This design comes from an exercise in tuning for small area, a short achievable clock period and few clock cycles per item on the open sky130 flow, not from production work.
In this exercise RTL edits were held to simulation tests only and were not proved equivalent to the original.
No activity file was given, so power comes from the tool's default toggle rates.

[flow/run.sh]
#!/bin/bash
# Layout flow: the standard flow, unchanged except that the buffer placed
# on every input and output port is the platform's smallest buffer cell
# (sky130_fd_sc_hd__buf_1) instead of the default choice.
# standard.sh logs every ORFS step under orfs/logs; its own output goes to
# standard.log here.
export BUFFER_PORTS_ARGS="-buffer_cell sky130_fd_sc_hd__buf_1"
bash standard.sh > standard.log 2>&1
[standard.sh]
#!/bin/bash
# synth_recipe.tcl (not shown) runs the flow's synth.tcl, then flattens the netlist and writes it again
# the make line also repeats each setting of config.mk as NAME=value (left out here)
make -C /OpenROAD-flow-scripts/flow DESIGN_CONFIG=/design/flow/config.mk WORK_HOME=/design/flow/orfs CLKGATE_MAP_FILE= SYNTH_SCRIPT=/design/flow/synth_recipe.tcl "${@:-finish}"
[constraint.sdc]
create_clock -name core_clock -period 10.0 [get_ports {clk}]
set_input_delay 2.0000 -clock core_clock [delete_from_list [all_inputs] [get_ports {clk}]]
set_output_delay 2.0000 -clock core_clock [all_outputs]
set_load 0.01 [all_outputs]
[config.mk]
export PLATFORM = sky130hd
export DESIGN_NAME = rts_benes_solver
export DESIGN_NICKNAME = rts_benes_solver
export VERILOG_FILES = /design/flow/design.v
export SDC_FILE = /design/flow/constraint.sdc
export NUM_CORES = 4
export LEC_CHECK = 0
export ABC_AREA = 1
export CAP_MARGIN = 40
export CORE_MARGIN = 2
export CORE_UTILIZATION = 32
export PLACE_DENSITY = 0.5
export SETUP_SLACK_MARGIN = 5
export SLEW_MARGIN = 40
[design.v]
module rts_benes_solver #(
    parameter LOGN = 5,
    parameter N    = 1 << LOGN
) (
    input  wire                         clk,
    input  wire                         rst,
    input  wire                         start,
    input  wire [N-1:0]                 chart_valid,
    input  wire [N*LOGN-1:0]            chart_east,
    output wire                         ready,
    output reg                          done,
    output wire [2*(2*LOGN-1)*(N/2)-1:0] states
);
    localparam STAGES = 9;
    localparam HALF   = 16;
    localparam CELLS  = 144;
    localparam [1:0] P_IDLE = 2'd0, P_FILL = 2'd1, P_WALK = 2'd2;
    reg  [1:0]   phase;
    reg  [1:0]   lvl;                
    reg  [1:0]   grp;                
    reg  [159:0] p;                  
    reg  [31:0]  XF;                 
    reg  [31:0]  XB;                 
    reg  [3:0]   flag;               
    reg  [15:0]  asg;                
    reg  [15:0]  cin;                
    reg  [4:0]   eq1, eq2;           
    reg          q1v, q2v;
    reg  [CELLS-1:0] cr;             
    reg  [31:0]  vst;                
    reg  [31:0]  used;               
    assign ready = (phase == P_IDLE);
    function integer rotl5;
        input integer x;
        input integer n;
        begin
            rotl5 = ((x << n) | (x >> (5 - n))) & 31;
        end
    endfunction
    function integer lowline;        
        input integer r;
        input integer d;
        begin
            lowline = (r % (1 << d)) + ((r >> d) << (d + 1));
        end
    endfunction
    function [31:0] below;
        input [31:0] v;
        reg [31:0] o;
        integer sh, b;
        begin
            o = v;
            for (sh = 1; sh < 32; sh = sh * 2)
                for (b = 0; b < 32; b = b + 1)
                    if ((b & sh) != 0)
                        o[b] = o[b] | o[(b & ~(sh - 1)) - 1];
            below = {o[30:0], 1'b0};
        end
    endfunction
    function [63:0] low2;
        input [31:0] v;
        reg [31:0] b1, v2;
        begin
            b1 = below(v);
            v2 = v & b1;
            low2[31:0]  = v & ~b1;
            low2[63:32] = v2 & ~below(v2);
        end
    endfunction
    function [4:0] enc32;
        input [31:0] v;
        integer b;
        begin
            enc32 = 5'd0;
            for (b = 0; b < 32; b = b + 1)
                if (v[b]) enc32 = enc32 | b[4:0];
        end
    endfunction
    wire idle = (phase == P_IDLE);
    wire fill = (phase == P_FILL);
    wire walk = (phase == P_WALK);
    wire l4   = (lvl == 2'd0);
    wire l3   = (lvl == 2'd1);
    wire [1:0]  gsel = idle ? 2'd0 : grp;
    reg  [7:0]  gfree, gd;
    integer wi;
    always @* begin
        gfree = 8'hff;
        for (wi = 0; wi < 32; wi = wi + 1) begin
            gd = 8'd1 << chart_east[5*wi +: 3];
            gd[0] = gd[0] & (chart_valid[wi] | chart_east[5*wi + 3] | chart_east[5*wi + 4]);
            if (chart_east[5*wi + 3 +: 2] == gsel)
                gfree = gfree & ~gd;
        end
    end
    reg  [31:0] gnew;
    always @* begin
        case (gsel)
        2'd0:    gnew = {24'd0, gfree};
        2'd1:    gnew = {16'd0, gfree, 8'd0};
        2'd2:    gnew = {8'd0, gfree, 16'd0};
        default: gnew = {gfree, 24'd0};
        endcase
    end
    wire [63:0] wl = low2(XF);
    wire [31:0] ecand = (idle ? 32'd0 : XB) | ((idle || grp != 2'd0) ? gnew : 32'd0);
    wire [63:0] el = low2(ecand);
    wire [31:0] W1 = wl[31:0] & {32{q1v & fill}};
    wire [31:0] W2 = wl[63:32] & {32{q2v & fill}};
    wire [31:0] wrem_n = XF & ~W1 & ~W2;
    wire [31:0] erem_n = ecand & ~el[31:0] & ~el[63:32];
    function [19:0] rd;
        input [31:0]  v;
        input [159:0] pp;
        input         f4, f3;
        reg [4:0] t [0:31];
        reg [4:0] g2 [0:3];
        reg [4:0] g3a, g3b, g4;
        integer jj, ss;
        begin
            for (jj = 0; jj < 32; jj = jj + 1)
                t[jj] = {5{v[jj]}} & pp[5*jj +: 5];
            for (ss = 0; ss < 4; ss = ss + 1)
                g2[ss] = t[ss] | t[ss+4] | t[ss+8] | t[ss+12] |
                         t[ss+16] | t[ss+20] | t[ss+24] | t[ss+28];
            g3a = g2[0] | g2[2];
            g3b = g2[1] | g2[3];
            g4  = g3a | g3b;
            rd[4:0]   = f4 ? g4 : f3 ? g3a : g2[0];
            rd[9:5]   = f4 ? g4 : f3 ? g3b : g2[1];
            rd[14:10] = f4 ? g4 : f3 ? g3a : g2[2];
            rd[19:15] = f4 ? g4 : f3 ? g3b : g2[3];
        end
    endfunction
    function [3:0] grpor;
        input [31:0] v;
        input        f4, f3;
        reg [3:0] g2;
        integer ss;
        begin
            for (ss = 0; ss < 4; ss = ss + 1)
                g2[ss] = v[ss] | v[ss+4] | v[ss+8] | v[ss+12] |
                         v[ss+16] | v[ss+20] | v[ss+24] | v[ss+28];
            grpor = f4 ? {4{|g2}} :
                    f3 ? {g2[1] | g2[3], g2[0] | g2[2], g2[1] | g2[3], g2[0] | g2[2]} : g2;
        end
    endfunction
    wire [3:0] flagc = l4 ? {4{flag[0]}} : l3 ? {flag[1:0], flag[1:0]} : flag;
    reg [31:0] xfp, xbp, mf, mb, xbn, xfn;
    reg [19:0] yf, yb;
    reg [3:0]  act, cl, fl;
    reg [15:0] a, c, so, ns;
    reg [15:0] z2, z3, z4;
    integer j, s, q;
    always @* begin
        xfp = {XF[15:0], XF[31:16]};
        xbp = {XB[15:0], XB[31:16]};
        yf = rd(xfp, p, l4, l3);
        yb = rd(xbp, p, l4, l3);
        for (j = 0; j < 32; j = j + 1) begin
            mf[j] = (p[5*j +: 4] == yf[5*(j & 3) +: 4]) & ~xfp[j];
            mb[j] = (p[5*j +: 4] == yb[5*(j & 3) +: 4]) & ~xbp[j];
        end
        xbn = mb;
        act = grpor({16'd0, ~asg}, l4, l3);
        for (s = 0; s < 4; s = s + 1)
            cl[s] = flagc[s] | ~act[s] |
                    ((yf[5*s +: 4] == yb[5*s +: 4]) & (yf[5*s + 4] ^ yb[5*s + 4]));
        fl = grpor(mf & {mb[15:0], mb[31:16]}, l4, l3);
        a = asg | XF[15:0] | XF[31:16] | XB[15:0] | XB[31:16];
        c = cin | XF[31:16] | XB[15:0];
        for (j = 0; j < 16; j = j + 1)
            so[j] = act[j & 3] &
                    (((yf[5*(j & 3) +: 4] == j) & ~yf[5*(j & 3) + 4]) |
                     ((yb[5*(j & 3) +: 4] == j) &  yb[5*(j & 3) + 4]));
        for (j = 0; j < 16; j = j + 1) begin
            z2[j] = (j >= 4) ? (z2[j - 4] | ~a[j - 4]) : 1'b0;
            z3[j] = (j >= 2) ? (z2[j] | z2[j - 2] | ((j >= 2) ? ~a[j - 2] : 1'b0)) : 1'b0;
            z4[j] = (j >= 1) ? (z3[j] | z3[j - 1] | ~a[j - 1]) : 1'b0;
            ns[j] = ~a[j] & ~(l4 ? z4[j] : l3 ? z3[j] : z2[j]);
        end
        for (j = 0; j < 32; j = j + 1) begin
            xfn[j] = cl[j & 3] ? ((j < 16) ? ns[j] : 1'b0) : mf[j];
            if (cl[j & 3]) xbn[j] = (j >= 16) ? ns[j - 16] : 1'b0;
        end
    end
    wire lvdone = &a;
    reg [159:0] np;
    reg [4:0]   pe;
    integer k;
    always @* begin
        for (k = 0; k < 32; k = k + 1) begin
            pe = c[k & 15] ? p[5*(k ^ 16) +: 5] : p[5*k +: 5];
            np[5*rotl5(k, 1) +: 5] = {pe[3:0], k[4]};
        end
    end
    reg [7:0] cin1, cout0, cout1, mid0, mid1;
    reg [1:0] P0, P1, P2, P3, y2;
    reg       c1;
    always @* begin
        for (s = 0; s < 8; s = s + 1) begin
            P0 = np[5*(0 + s) + 3 +: 2];
            P1 = np[5*(8 + s) + 3 +: 2];
            P2 = np[5*(16 + s) + 3 +: 2];
            P3 = np[5*(24 + s) + 3 +: 2];
            c1 = (P3 == (P2 ^ 2'd2));
            y2 = c1 ? P1 : P3;
            cin1[s]  = c1;
            cout0[s] = P2[0] ? ~y2[1] : ~P2[1];
            cout1[s] = P2[0] ? ~P2[1] : ~y2[1];
            mid0[s]  = P0[0];
            mid1[s]  = P2[0];
        end
    end
    wire fin = walk && lvdone && (lvl == 2'd2);
    reg [CELLS-1:0] crset;
    integer r, d, st, ll, sn;
    always @* begin
        crset = {CELLS{1'b0}};
        for (d = 2; d <= 4; d = d + 1) begin
            for (r = 0; r < 16; r = r + 1) begin
                ll = rotl5(lowline(r, d), 4 - d);
                if (walk && lvl == 4 - d) begin
                    crset[(4 - d)*HALF + r] = c[ll];
                    crset[(4 + d)*HALF + r] = so[ll];
                end
            end
        end
        for (r = 0; r < 16; r = r + 1) begin
            ll = lowline(r, 1);
            sn = ll >> 2;
            if (fin) begin
                crset[3*HALF + r] = (ll & 1) ? cin1[sn] : 1'b0;
                crset[5*HALF + r] = (ll & 1) ? cout1[sn] : cout0[sn];
                crset[4*HALF + r] = (r & 1) ? mid1[r >> 1] : mid0[r >> 1];
            end
        end
    end
    function [31:0] stage_move;
        input [31:0] lit;
        input [15:0] x;
        input integer dim;
        integer rr, m0, m1;
        begin
            stage_move = lit;
            for (rr = 0; rr < 16; rr = rr + 1) begin
                m0 = lowline(rr, dim);
                m1 = m0 + (1 << dim);
                if (x[rr]) begin
                    stage_move[m0] = lit[m1];
                    stage_move[m1] = lit[m0];
                end
            end
        end
    endfunction
    function [15:0] stage_carry;
        input [31:0] lit;
        input integer dim;
        integer rr, m0;
        begin
            for (rr = 0; rr < 16; rr = rr + 1) begin
                m0 = lowline(rr, dim);
                stage_carry[rr] = lit[m0] | lit[m0 + (1 << dim)];
            end
        end
    endfunction
    wire [CELLS-1:0] crn = cr | crset;    
    wire [31:0] f1 = stage_move(vst, cr[0*HALF +: 16], 4);
    wire [31:0] f2 = stage_move(f1,  cr[1*HALF +: 16], 3);
    wire [31:0] f3 = stage_move(f2,  cr[2*HALF +: 16], 2);
    wire [31:0] f4 = stage_move(f3,  cr[3*HALF +: 16], 1);
    wire [31:0] b8 = stage_move(used, cr[8*HALF +: 16], 4);
    wire [31:0] b7 = stage_move(b8,  cr[7*HALF +: 16], 3);
    wire [31:0] b6 = stage_move(b7,  cr[6*HALF +: 16], 2);
    wire [CELLS-1:0] carries = {
        stage_carry(used, 4), stage_carry(b8, 3), stage_carry(b7, 2),
        stage_carry(b6, 1), stage_carry(f4, 0), stage_carry(f3, 1),
        stage_carry(f2, 2), stage_carry(f1, 3), stage_carry(vst, 4)};
    genvar g;
    generate
        for (g = 0; g < CELLS; g = g + 1) begin : g_st
            assign states[2*g]     = cr[g];
            assign states[2*g + 1] = ~carries[g];
        end
    endgenerate
    reg [159:0] pnext;
    integer w;
    always @* begin
        for (w = 0; w < 32; w = w + 1) begin
            if (walk)
                pnext[5*w +: 5] = np[5*w +: 5];
            else
                pnext[5*w +: 5] = chart_east[5*w +: 5] | ({5{W1[w]}} & eq1) |
                                  ({5{W2[w]}} & eq2);
        end
    end
    wire accept  = idle && start;
    wire full    = &chart_valid;
    wire fillend = fill && (wrem_n == 32'd0);
    wire lvend   = walk && lvdone;
    wire [31:0] xinit = (lvend && l4) ? 32'h3 : (lvend && l3) ? 32'hf : 32'h1;
    always @(posedge clk) begin
        for (w = 0; w < 32; w = w + 1)
            if (idle || lvend || W1[w] || W2[w])
                p[5*w +: 5] <= pnext[5*w +: 5];
        if ((idle && full) || fillend || lvend) begin
            XF   <= xinit;
            XB   <= {xinit[15:0], 16'd0};
            flag <= 4'h0;
            asg  <= 16'd0;
            cin  <= 16'd0;
        end else if (idle || fill) begin
            XF  <= idle ? ~chart_valid : wrem_n;
            XB  <= erem_n;
            eq1 <= enc32(el[31:0]);
            eq2 <= enc32(el[63:32]);
            q1v <= |el[31:0];
            q2v <= |el[63:32];
        end else begin
            XF   <= xfn;
            XB   <= xbn;
            for (s = 0; s < 4; s = s + 1)
                flag[s] <= fl[s] & ~cl[s];
            asg  <= a;
            cin  <= c;
        end
        if (accept) begin
            vst <= chart_valid;
            cr  <= {CELLS{1'b0}};
        end else begin
            cr  <= crn;
        end
        if (accept)
            used <= full ? 32'hffffffff : ~gnew;
        else if (fill && grp != 2'd0)
            used <= used & ~gnew;
        if (rst) begin
            phase <= P_IDLE;
            done  <= 1'b0;
        end else begin
            done <= fin;
            case (phase)
            P_IDLE: begin
                grp <= 2'd1;
                lvl <= 2'd0;
                if (start) phase <= full ? P_WALK : P_FILL;
            end
            P_FILL: begin
                if (grp != 2'd0) grp <= grp + 1'b1;
                if (fillend) phase <= P_WALK;
            end
            P_WALK: if (lvdone) begin
                lvl <= lvl + 1'b1;
                if (lvl == 2'd2) phase <= P_IDLE;
            end
            default: phase <= P_IDLE;
            endcase
        end
    end
endmodule
==> results of run 1 <==
==> report_power, final <==
part	switching [uW]	leakage, uW	internal, uW	total (uW)
sequential	1380	0.00432	3050	4430
combinational	12000	0.0157	4080	16100
clock	1070	0.00112	1490	2560
total	14500	0.0211	8620	23100
==> repair_timing <==
action                     in CTS  in global routing
gates cloned                    3                  0
setup endpoints to repair      93                113
hold endpoints to repair        0                  0
setup buffers                  76                 41
pin swaps                      59                 59
gates resized for setup       224                213
==> flip-flops by register name, indices dropped and copies added, names as in the netlist, 4 cells and up <==
register  flops
used         32
eq2           5
asg          16
XB           32
p           160
flag          4
eq1           5
cin          16
XF           32
cr          136
vst          32
==> routing by layer <==
| metal | routed length, um | global-route usage, % |
|---|---|---|
| met1 | 120000 | 57.5 |
| met2 | 128000 | 68.4 |
| met3 | 39600 | 15.4 |
| met4 | 29600 | 35.7 |
| met5 | 57 | 0 |
==> critical path: cells and delay by family <==
kind,cells,cell delay [ns]
AO/OA/AOI/OAI,1,0.20
buffers and inverters,5,0.88
AND/OR/NAND/NOR,21,2.65
==> cell families (layout without fill, tap and decap cells) <==
family | Yosys count | count (layout) | synth area share, %
AND/OR/NAND/NOR | 3166 | 3169 | 34.6
AO/OA/AOI/OAI | 1393 | 1393 | 20.8
buffers and inverters | 1161 | 1759 | 11.2
flip-flops | 479 | 479 | 29.7
XOR/XNOR | 135 | 135 | 2.97
multiplexers | 23 | 23 | 0.570
adder cells (fa/ha/maj) | 4 | 4 | 0.124
other | 1 | 23 | 0.00929
==> synth_stat cells (12+ instances only) <==
| cell | count |
|---|---|
| a211oi_1 | 65 |
| a21oi_1 | 361 |
| a221oi_1 | 38 |
| a22oi_1 | 23 |
| a31oi_1 | 26 |
| and2_1 | 17 |
| buf_1 | 21 |
| buf_2 | 19 |
| buf_4 | 17 |
| clkbuf_1 | 194 |
| clkinv_1 | 12 |
| dfxtp_1 | 239 |
| edfxtp_1 | 240 |
| inv_1 | 851 |
| inv_2 | 35 |
| mux2i_1 | 23 |
| nand2_1 | 1486 |
| nand2_2 | 16 |
| nand3_1 | 373 |
| nand4_1 | 236 |
| nor2_1 | 744 |
| nor2_2 | 25 |
| nor2_4 | 18 |
| nor3_1 | 110 |
| nor4_1 | 58 |
| o2111ai_1 | 42 |
| o211ai_1 | 58 |
| o21a_1 | 27 |
| o21ai_0 | 475 |
| o21ai_1 | 22 |
| o221ai_1 | 82 |
| o22ai_1 | 115 |
| o31ai_1 | 16 |
| or2_2 | 26 |
| xnor2_1 | 20 |
| xor2_1 | 113 |
==> final timing paths <==
path | startpoint | endpoint | slack [ns] | cells past startpoint
worst max-delay path | chart_valid[8] | eq2[0]$_SDFFCE_PP1P_ | 4.79 | 27
worst min-delay path | cr[85]$_SDFF_PP0_ | cr[85]$_SDFF_PP0_ | 0.45 | 2
worst max register to register | XF[22]$_SDFF_PP0_ | flag[0]$_SDFFE_PP0P_ | 4.85 | 14
worst min register to register | cr[85]$_SDFF_PP0_ | cr[85]$_SDFF_PP0_ | 0.45 | 2
==> per-stage QoR <==
step / power, uW / setup WS [ns] / instance area (um2) / hold WS [ns]
6_report: 23100 / 4.79 / 49600 / 0.450
5_1_grt: 23500 / 4.69 / 49500 / 0.471
4_1_cts: 21500 / 4.97 / 48300 / 0.451
3_5_place_dp: 18200 / 3.27 / 44500 / 0.443
3_3_place_gp: 18200 / 3.05 / 44200 / 0.438
2_1_floorplan: 11300 / 5.23 / 40400 / 0.429
==> layout make-up <==
class                           instances  area, um2  share of cell area, %
Clock buffer                           86       1870                   3.78
Multi-Input combinational cell       4732      25500                   51.5
Antenna cell                           15       37.5                 0.0758
Tap cell                             1650       2060                   4.17
Clock inverter                         36        388                  0.783
Sequential cell                       479      12000                   24.2
Timing Repair Buffer                  737       4220                   8.52
Inverter                              900       3460                   6.99
==> flow_summary.yaml, run 1 <==
run_status:
  outcome: "timing/DRC/antenna clean"
sta:
  max_freq_ghz: 0.192
  slew_headroom_pct: 32.1
  rsz0062_at_grt: "yes"
  period_minus_slack_ns: 5.21
  worst-slew-pin-transition_ns: 1.01
  slew_viol_final: 0
  finalHoldViolations: 0
  fin_crit_sh_pct: 52.1
  setup_viol: 0
  skew_ns: 0.0565
  setup-tns-final_ns: 0
cts:
  hold_buffers: 0
  cts.clk_slew.worst_paths_ns: 0.07
  htree_levels: 3
  insertion_delay_ns: 0.70
  cts_buffers: 66
  clockBufferDepth: 3
  cts_tree: "done"
  cts_sinks: 479
  cts_root_buffer: "clkbuf_16"
setup_path:
  critPathArrivalTime_ns: 5.77
  path_class: "in -> reg"
  crit_path_start_kind: "input port"
  cp_slowest_cell: "buf_1"
  worstSetupEndpointType: "flop"
  crit_required_ns: 10.56
  max_stage_delay_ns: 0.41
  worst-path-max-fanout: 8
  cp_common_cell: "nand2_2"
global_route:
  grt_max_degree: 94
  grt_pass1_wl_um: 419000
  grt_overflow: 0
  grt_usage_pct: 47.1
  antenna_found_initial: 32
  grt_pass1_vias: 48477
synth:
  netlist_area_um2: 40400
  synth-seq-area-share_pct: 29.7
  synth_warnings: 5
  synthArstFlopShare_pct: 0
  syn-instance-count: 6362
  ys.flop_type: "edfxtp_1"
  synth_top_area_cell: "edfxtp_1"
  yosysTopAreaCellShare_pct: 17.9
  synth_cell_types: 77
  ys_top_cells_by_area: "edfxtp_1, nand2_1, dfxtp_1"
  synth-seq-cells: 479
  synth_edf_count: 240
  synth.avg_cell_area_um2: 6.34
routing:
  vias: 53742
  drtIter0Drc: 7914
  drc: 0
  drt-pass1-iter-count: 8
  detail-route-antenna-nets: 0
  wirelength_um: 317000
  wire_per_inst_um: 36.7
  via_per_inst: 6.22
placed_design:
  io_buffers: 476
  dp_hpwl_um: 256000
  dp_cells: 8378
  gp_routability_congestion: 1.09
power:
  p_leak_uw: 0.0211
  p_per_area_nw_per_um2: 466
  peakVddDrop_uv: 253
job:
  cap_violations: 0
floorplanning:
  die_x_um: 359
  io_pins: 485
  start_util_pct: 32.2
  rows: 130
  dieHeight_um: 359
  die_area_um2: 129000
  coreArea_um2: 125000
finish:
  syn2layout_area_growth_pct: 22.8
  final_common_cell: "nand2_1"
  drive_above_1_share_pct: 13.2
  layout.nets: 7115
  final_cell_count_no_fill: 8635
  final_cell_mix: "nand2_1, inv_1, nor2_1"
  post-route-util_pct: 39.5
  fill_cells: 13951
worst_hold_path:
  worstHoldPathType: "reg -> reg"
Testbench counts, summed over its fixed seeds: cycles 8,372, solves 384.
==> inputs of run 2 (changes only) <==
--- a/design.v
+++ b/design.v
@@ -16,7 +16,7 @@
     localparam CELLS  = 144;
     localparam [1:0] P_IDLE = 2'd0, P_FILL = 2'd1, P_WALK = 2'd2;
     reg  [1:0]   phase;
-    reg  [1:0]   lvl;                
+    reg          l4, l3, l2;         
     reg  [1:0]   grp;                
     reg  [159:0] p;                  
     reg  [31:0]  XF;                 
@@ -79,8 +79,6 @@
     wire idle = (phase == P_IDLE);
     wire fill = (phase == P_FILL);
     wire walk = (phase == P_WALK);
-    wire l4   = (lvl == 2'd0);
-    wire l3   = (lvl == 2'd1);
     wire [1:0]  gsel = idle ? 2'd0 : grp;
     reg  [7:0]  gfree, gd;
     integer wi;
@@ -103,12 +101,11 @@
         endcase
     end
     wire [63:0] wl = low2(XF);
-    wire [31:0] ecand = (idle ? 32'd0 : XB) | ((idle || grp != 2'd0) ? gnew : 32'd0);
-    wire [63:0] el = low2(ecand);
+    wire [63:0] el = low2(XB);
     wire [31:0] W1 = wl[31:0] & {32{q1v & fill}};
     wire [31:0] W2 = wl[63:32] & {32{q2v & fill}};
     wire [31:0] wrem_n = XF & ~W1 & ~W2;
-    wire [31:0] erem_n = ecand & ~el[31:0] & ~el[63:32];
+    wire [31:0] erem_n = (XB & ~el[31:0] & ~el[63:32]) | ((fill && grp != 2'd0) ? gnew : 32'd0);
     function [19:0] rd;
         input [31:0]  v;
         input [159:0] pp;
@@ -212,7 +209,7 @@
             mid1[s]  = P2[0];
         end
     end
-    wire fin = walk && lvdone && (lvl == 2'd2);
+    wire fin = walk && lvdone && l2;
     reg [CELLS-1:0] crset;
     integer r, d, st, ll, sn;
     always @* begin
@@ -220,7 +217,7 @@
         for (d = 2; d <= 4; d = d + 1) begin
             for (r = 0; r < 16; r = r + 1) begin
                 ll = rotl5(lowline(r, d), 4 - d);
-                if (walk && lvl == 4 - d) begin
+                if (walk && (d == 4 ? l4 : d == 3 ? l3 : l2)) begin
                     crset[(4 - d)*HALF + r] = c[ll];
                     crset[(4 + d)*HALF + r] = so[ll];
                 end
@@ -309,8 +306,13 @@
             flag <= 4'h0;
             asg  <= 16'd0;
             cin  <= 16'd0;
-        end else if (idle || fill) begin
-            XF  <= idle ? ~chart_valid : wrem_n;
+        end else if (idle) begin
+            XF  <= ~chart_valid;
+            XB  <= gnew;
+            q1v <= 1'b0;
+            q2v <= 1'b0;
+        end else if (fill) begin
+            XF  <= wrem_n;
             XB  <= erem_n;
             eq1 <= enc32(el[31:0]);
             eq2 <= enc32(el[63:32]);
@@ -342,7 +344,9 @@
             case (phase)
             P_IDLE: begin
                 grp <= 2'd1;
-                lvl <= 2'd0;
+                l4 <= 1'b1;
+                l3 <= 1'b0;
+                l2 <= 1'b0;
                 if (start) phase <= full ? P_WALK : P_FILL;
             end
             P_FILL: begin
@@ -350,8 +354,10 @@
                 if (fillend) phase <= P_WALK;
             end
             P_WALK: if (lvdone) begin
-                lvl <= lvl + 1'b1;
-                if (lvl == 2'd2) phase <= P_IDLE;
+                l4 <= 1'b0;
+                l3 <= l4;
+                l2 <= l3;
+                if (l2) phase <= P_IDLE;
             end
             default: phase <= P_IDLE;
             endcase
==> run 2 against run 1 <==
Against the previous run: register-to-register slack better by 0.07 ns; combinational power fell by 6%; total power fell by 2.0%; clock skew down 0.023 ns; critical endpoint is now flag[0]$_SDFFE_PP0P_; sequential share of layout area increased by 0.82 points; non-clock buffer count fell by 106; clock power rose by 4%; worst hold slack improved by 0.0020 ns; final cell count grew 5.1%; still clean.
==> flow_summary.yaml, run 2 <==
setup_path:
  r2r_end: "flag[0]$_SDFFE_PP0P_"
  crit_required_ns: 10.65
  cp_slowest_cell: "edfxtp_1"
  r2r_slack_ns: 4.92
  critPathBufInv: 1
  crit_path_start_kind: "flop"
  worstSetupEndpointType: "flop"
  worst-path-max-fanout: 11
  cp_common_cell: "nand2_1"
  rr_worst_depth: 21
  cp_num_cells: 21
  max_stage_delay_ns: 0.64
  r2r_start: "p[152]$_DFFE_PP_"
  critPathArrivalTime_ns: 5.73
  crit_family: "simple AND/OR/NAND/NOR gates"
  cp_cell_sequence: "nand2_1 > nand2_1 > nor2_1 > nand2_1 > nor2_2 > nand2_1 > nand2_2 > nand2_1 > inv_2 > nand2_1 > nand2_1 > nand2_1 > nor2_1 > nand2_1 > nand2_1 > nor2_1 > nand2_1 > nor2_1 > a21oi_1 > nand3_1 > nand2_1"
  path_class: "reg -> reg"
synth:
  synth_top_area_cell: "nand2_1"
  synth_warnings: 5
  synth-seq-area-share_pct: 29.1
  syn-instance-count: 6920
  synth_cell_types: 65
  synth_edf_count: 241
  ys.flop_type: "edfxtp_1"
  synth.avg_cell_area_um2: 5.96
  post-synth-top-count-cell: "nand2_1"
  synth-seq-cells: 480
  synth_commonest_cells: "nand2_1, inv_1, nor2_1, nand3_1, o21ai_0"
  synthArstFlopShare_pct: 0
  yosysTopAreaCellShare_pct: 19.3
  ys_top_cells_by_area: "nand2_1, edfxtp_1, dfxtp_1"
  netlist_area_um2: 41300
finish:
  regMostFlops: "p"
  largest_register_ffs: 160
  syn2layout_area_growth_pct: 16.4
  layout.nets: 7541
  biggestRegsByFlops: "p x160, cr x136"
  fill_cells: 14344
  design_area_um2: 48000
  multiInputGateArea_um2: 25000
  final_common_cell: "nand2_1"
  final_cell_mix: "nand2_1, inv_1, nor2_1"
  drive_above_1_share_pct: 5.80
  seqCellArea_um2: 12000
worst_hold_path:
  holdPathEnd: "cr[71]$_SDFF_PP0_"
  whs_path_depth: 2
  hp-start: "cr[71]$_SDFF_PP0_"
  worstHoldPathType: "reg -> reg"
placed_design:
  dp_hpwl_um: 270000
  io_buffers: 476
  place_area_um2: 45400
  gp_routability_congestion: 1.13
floorplanning:
  die_area_um2: 132000
  coreArea_um2: 128000
  dieHeight_um: 363
  start_util_pct: 32.3
  die_x_um: 363
  rows: 131
  io_pins: 485
sta:
  rsz0062_at_grt: "no"
  setup_viol: 0
  max_freq_ghz: 0.197
  period_minus_slack_ns: 5.08
  worst-slew-pin-transition_ns: 1.25
  finalHoldViolations: 0
  slew_headroom_pct: 16.7
  slew_viol_final: 0
  setup-tns-final_ns: 0
  skew_ns: 0.0330
  fin_crit_sh_pct: 50.8
routing:
  wirelength_um: 333000
  wire_per_inst_um: 36.7
  detail-route-antenna-nets: 0
  drtIter0Drc: 8523
  via_per_inst: 6.21
  drc: 0
  drt-pass1-iter-count: 9
  vias: 56373
cts:
  cts.clk_slew.worst_paths_ns: 0.06
  cts_root_buffer: "clkbuf_16"
  clockBufferDepth: 3
  cts_sinks: 480
  insertion_delay_ns: 0.71
  cts_tree: "done"
  htree_levels: 3
  cts_buffers: 67
global_route:
  grt_pass1_vias: 50653
  grt_overflow: 0
  grt_max_degree: 85
  antenna_found_initial: 31
  grt_pass1_wl_um: 437000
  grt_usage_pct: 48.5
power:
  p_leak_uw: 0.0216
  p_per_area_nw_per_um2: 471
  peakVddDrop_uv: 304
job:
  cap_violations: 0
run_status:
  outcome: "timing/DRC/antenna clean"
==> run 2: cell count changes in the layout (fill, tap and decap cells not counted), moves of 52 or more <==
cell     delta
nand3_1   +266
nor2_1     +97
inv_1      +93
nand2_1   +679
buf_4      -76
nand4_1    -52
o22ai_1    -76
a21oi_1    -71
==> run 2: worst max path at each step <==
| stage | startpoint | slack, ns | to |
|---|---|---|---|
| 6_report | p[152]$_DFFE_PP_ | 4.92 | flag[0]$_SDFFE_PP0P_ |
| 5_1_grt | XF[19]$_SDFF_PP0_ | 5.02 | XF[1]$_DFF_P_ |
| 4_1_cts | phase[0]$_SDFFE_PP0P_ | 4.96 | XB[11]$_SDFF_PP0_ |
| 3_5_place_dp | phase[1]$_SDFFE_PP0P_ | 4.36 | used[0]$_DFFE_PP_ |
| 3_3_place_gp | p[120]$_SDFFCE_PP0P_ | 4.16 | flag[0]$_SDFFE_PP0P_ |
| 2_1_floorplan | start | 5.98 | vst[0]$_DFFE_PP_ |
==> run 2: metal layers <==
layer	share of wire [%]	global-route usage [%]	vias to the layer above
li1	-	-	23776
met3	13	18.1	1251
met5	0.027	0	-
met1	37	57.7	26903
met2	41	70.8	4431
met4	9.5	36.6	12
==> run 2: final cells by class <==
| class | instances | share of cell area (%) |
|---|---|---|
| flip-flops and latches | 480 | 25.0 |
| multi-input cells | 5241 | 52.1 |
| inverters | 924 | 7.25 |
| clock buffers | 85 | 3.84 |
| clock inverters | 38 | 1.03 |
| diodes | 18 | 0.0938 |
| well taps | 1662 | 4.33 |
| repair buffers | 631 | 6.32 |
==> run 2: kinds of logic after synthesis <==
logic type | synth area share (%)
and+or+nand+nor | 40.8
other | 0.00909
muxes | 0.340
adders and majority gates | 0.0303
buffers and inverters | 11.4
AOI/OAI and AO/OA | 16.4
DFF | 29.1
xor gates and xnor gates | 1.85
==> run 2: what timing repair did <==
action	in CTS	in global routing
pin swaps	1	3
gates cloned	0	2
gates resized for setup	16	27
endpoints found under the setup margin	109	97
hold buffers	0	0
setup buffers	1	8
==> run 2: worst min-delay path, stage by stage (launching register included) <==
cell and delay (ns):
dfxtp_1 0.31, inv_1 0.05, a21oi_1 0.05
==> run 2: stage by stage <==
| stage | total power (uW) | cells | worst slack [ns] | utilization, % | hold WS (ns) |
|---|---|---|---|---|---|
| 6_report | 22600 | 9079 | 4.92 | 37.6 | 0.452 |
| 5_1_grt | 23100 | 9062 | 5.02 | 37.6 | 0.472 |
| 4_1_cts | 21500 | 9049 | 4.96 | 37.4 | 0.452 |
| 3_5_place_dp | 18800 | 8925 | 4.36 | 35.5 | 0.443 |
| 3_3_place_gp | 18700 | 8919 | 4.16 | 35.3 | 0.440 |
| 2_1_floorplan | 11300 | 6927 | 5.98 | - | 0.427 |
==> run 2: where the power goes <==
group	internal (uW)	switching [uW]
logic	3390	11800
clock network	1540	1110
registers	3120	1710
total	8040	14600
Testbench counts of run 2, summed over its fixed seeds: cycles 8,515, solves 384.
==> inputs of run 3 (changes only) <==
--- a/config.mk
+++ b/config.mk
@@ -8,7 +8,7 @@
 export ABC_AREA = 1
 export CAP_MARGIN = 40
 export CORE_MARGIN = 2
-export CORE_UTILIZATION = 32
-export PLACE_DENSITY = 0.5
+export CORE_UTILIZATION = 36
+export PLACE_DENSITY = 0.55
 export SETUP_SLACK_MARGIN = 5
 export SLEW_MARGIN = 40
==> run 3 against run 2 <==
Against the previous run: the layout now fails its checks (capacitance limit, slew limit); sequential power up 1%; clock-buffer cell count down 11; largest power group unchanged; clock power down 11%; critical endpoint is now XB[26]$_SDFF_PP0_; synthesized area stayed put; critical path type unchanged.
==> flow_summary.yaml, run 3 <==
run_status:
  outcome: "finished with violations"
  violations: "capacitance limit, slew limit"
power:
  p_leak_uw: 0.0215
  p_clk_share_pct: 10.6
  power_frac_comb_pct: 67.5
  sw_frac_of_total_pct: 64.8
  peakVddDrop_uv: 437
  internal_power_uw: 7850
  power_frac_seq_pct: 21.9
  power.switching_uw: 14400
  p_per_area_nw_per_um2: 468
global_route:
  grt_usage_pct: 52.4
  antenna_found_initial: 47
  grt_max_degree: 146
  grt_pass1_wl_um: 423000
  grt_overflow: 0
  grt_pass1_vias: 50744
cts:
  cts_sinks: 480
  hold_buffers: 0
  cts.clk_slew.worst_paths_ns: 0.07
  cts_buffers: 60
  htree_levels: 2
  cts_root_buffer: "clkbuf_16"
  cts_tree: "done"
  clockBufferDepth: 3
  insertion_delay_ns: 0.72
routing:
  met1_length_um: 112000
  highest_layer: "met5"
  wirelength_um: 319000
  wire_per_inst_um: 35.7
  wl_met2_um: 126000
  detail-route-antenna-nets: 0
  met3_length_um: 48100
  vias: 56828
  via_per_inst: 6.36
  drc: 0
  drt-pass1-iter-count: 9
  drtIter0Drc: 9879
sta:
  slew_viol_final: 3
  setup_ws_ns: 4.79
  worst-slew-pin-transition_ns: 1.51
  setup_viol: 0
  finalHoldViolations: 0
  fin_crit_sh_pct: 52.1
  skew_ns: 0.0268
  setup-tns-final_ns: 0
  rsz0062_at_grt: "no"
  period_minus_slack_ns: 5.21
  max_freq_ghz: 0.192
  slew_headroom_pct: -1.01
  whs_ns: 0.452
floorplanning:
  io_pins: 485
  start_util_pct: 36.2
  coreArea_um2: 114000
  rows: 124
  dieHeight_um: 343
  die_x_um: 343
  die_area_um2: 117000
setup_path:
  r2r_slack_ns: 4.79
  path_class: "reg -> reg"
  r2r_end: "XB[26]$_SDFF_PP0_"
  worst-path-max-fanout: 19
  crit_path_start_kind: "flop"
  critPathArrivalTime_ns: 5.85
  r2r_start: "XF[4]$_SDFF_PP0_"
  rr_worst_depth: 13
  endpoint: "XB[26]$_SDFF_PP0_"
  worstSetupEndpointType: "flop"
  startpoint: "XF[4]$_SDFF_PP0_"
  crit_required_ns: 10.64
synth:
  synth_xor_area_share_pct: 1.85
  synth_commonest_cells: "nand2_1, inv_1, nor2_1, nand3_1, o21ai_0"
  synth_top_area_cell: "nand2_1"
  synth_warnings: 5
  synth_cell_types: 65
  synthSimpleGateAreaFrac_pct: 40.8
  ys_top_cells_by_area: "nand2_1, edfxtp_1, dfxtp_1"
  post-synth-top-count-cell: "nand2_1"
  synth_edf_count: 241
  yosysTopAreaCellShare_pct: 19.3
  synth-seq-cells: 480
  syn-instance-count: 6920
  netlist_area_um2: 41300
  synth-seq-area-share_pct: 29.1
  synth_top_family_by_area: "simple AND/OR/NAND/NOR gates"
  synth_compound_area_share_pct: 16.4
  synthMuxAreaShare_pct: 0.340
  synth_fa_ha_area_share_pct: 0.0303
  ys.flop_type: "edfxtp_1"
  synth.avg_cell_area_um2: 5.96
  synthArstFlopShare_pct: 0
finish:
  largest_register_ffs: 160
  final_common_cell: "nand2_1"
  biggestRegsByFlops: "p x160, cr x136"
  final_cell_mix: "nand2_1, inv_1, nor2_1"
  regMostFlops: "p"
  syn2layout_area_growth_pct: 15.3
  drive_above_1_share_pct: 5.56
  layout.nets: 7536
placed_design:
  io_buffers: 476
  gp_routability_congestion: 1.16
  dp_hpwl_um: 254000
  place_ws_ns: 4.64
job:
  cap_violations: 1
worst_hold_path:
  worstHoldPathType: "reg -> reg"
run 3: cell counts after synthesis:
No cell type changed its count.
run 3: cell type report:
class                      instances  area (um2)
multi-input combinational       5241       25000
inverter                         924        3480
clock inverter                    39         422
fill                           12732       66500
tap                             1512        1890
clock buffer                      74        1610
timing repair buffer             633        3100
sequential                       480       12000
antenna                           28        70.1
run 3: critical path, cell delays in order, from the launching register on:
cell	delay, ns
dfxtp_1	0.53
inv_1	0.58
nand4_1	0.66
nand2_1	0.41
nor2_1	0.09
nand2_1	0.15
nor4_1	0.10
nand2_1	0.17
inv_1	0.15
a31oi_1	1.09
nand2_8	0.36
inv_2	0.37
nand2_1	0.25
nor2_1	0.17
run 3: cell families (layout without fill, tap and decap cells):
family | count (synthesis) | after routing
AND/OR/NAND/NOR | 3983 | 3985
buffers and inverters | 1208 | 1670
AO/OA/AOI/OAI | 1146 | 1146
flip-flops | 480 | 480
XOR/XNOR | 87 | 87
multiplexers | 14 | 14
adder cells (fa/ha/maj) | 1 | 1
other | 1 | 36
run 3: what timing repair did:
| action | CTS | global route |
|---|---|---|
| gates resized for setup | 7 | 22 |
| setup endpoints to repair | 57 | 100 |
| endpoints found under the hold margin | 0 | 0 |
| pin swaps | 1 | 5 |
| cloned | 1 | 1 |
| buffers inserted | 0 | 20 |
run 3: how the worst min path moves through the flow:
stage	slack, ns	end	cells after the start	startpoint
floorplan	0.43	flag[2]$_SDFFE_PP0P_	2	flag[2]$_SDFFE_PP0P_
detailed placement	0.44	cr[67]$_SDFF_PP0_	2	cr[67]$_SDFF_PP0_
finish	0.45	cr[78]$_SDFF_PP0_	2	cr[78]$_SDFF_PP0_
global route	0.48	cr[66]$_SDFF_PP0_	2	cr[66]$_SDFF_PP0_
CTS	0.45	cr[67]$_SDFF_PP0_	2	cr[67]$_SDFF_PP0_
global placement	0.44	cr[71]$_SDFF_PP0_	2	cr[71]$_SDFF_PP0_
run 3: stage by stage:
stage	instance area, um2	std cells	util, %	power, uW
2_1_floorplan	41300	6927	-	11300
3_3_place_gp	44800	8762	39.3	18400
3_5_place_dp	45100	8766	39.5	18400
4_1_cts	47100	8880	41.3	20800
5_1_grt	47500	8904	41.7	22600
6_report	47600	8931	41.7	22300
run 3: layer usage:
metal	GRT usage [%]	vias up
li1	-	23788
met1	61.4	26629
met2	73.6	4950
met3	23.6	1425
met4	42.0	36
met5	0.120	-
run 3: power by group through the flow:
stage	Combinational (uW)	Sequential (uW)	Clock [uW]
after floorplan	7660	3680	0
after global placement	13700	4720	0
after detailed placement	13700	4710	0
after CTS	13800	4680	2330
after global routing	15400	4780	2400
final	15000	4880	2350

## what the ideal ports hide
The flow's constraints put no driver on any port. The routed layouts listed below were extracted and timed again, unchanged, in two steps.
Step 1 sets driving cells, clkbuf_16 on the clock port and buf_2 on the other inputs (assumed; they add their load-dependent delay and slew).
Step 2, shift: input delay + t, output delay - t, t = (earliest + latest rising clock arrival at the registers) / 2. This alone moves slack from input paths to output paths.
a / b / c = ideal ports / drivers / drivers and shift; a / b = the first two.
| run | shift t [ns] | setup WS [ns] | worst setup path after step 2 |
|---|---|---|---|
| run 1 | 0.752 | 4.788 / 4.836 / 4.085 | input to register |
| run 2 | 0.786 | 4.923 / 4.923 / 4.557 | input to register |
| run 3 | 0.791 | 4.789 / 4.789 / 4.416 | input to register |
The setup slack of run 1, which loses most, moves by +0.048 ns with the drivers and by -0.703 ns with both steps.
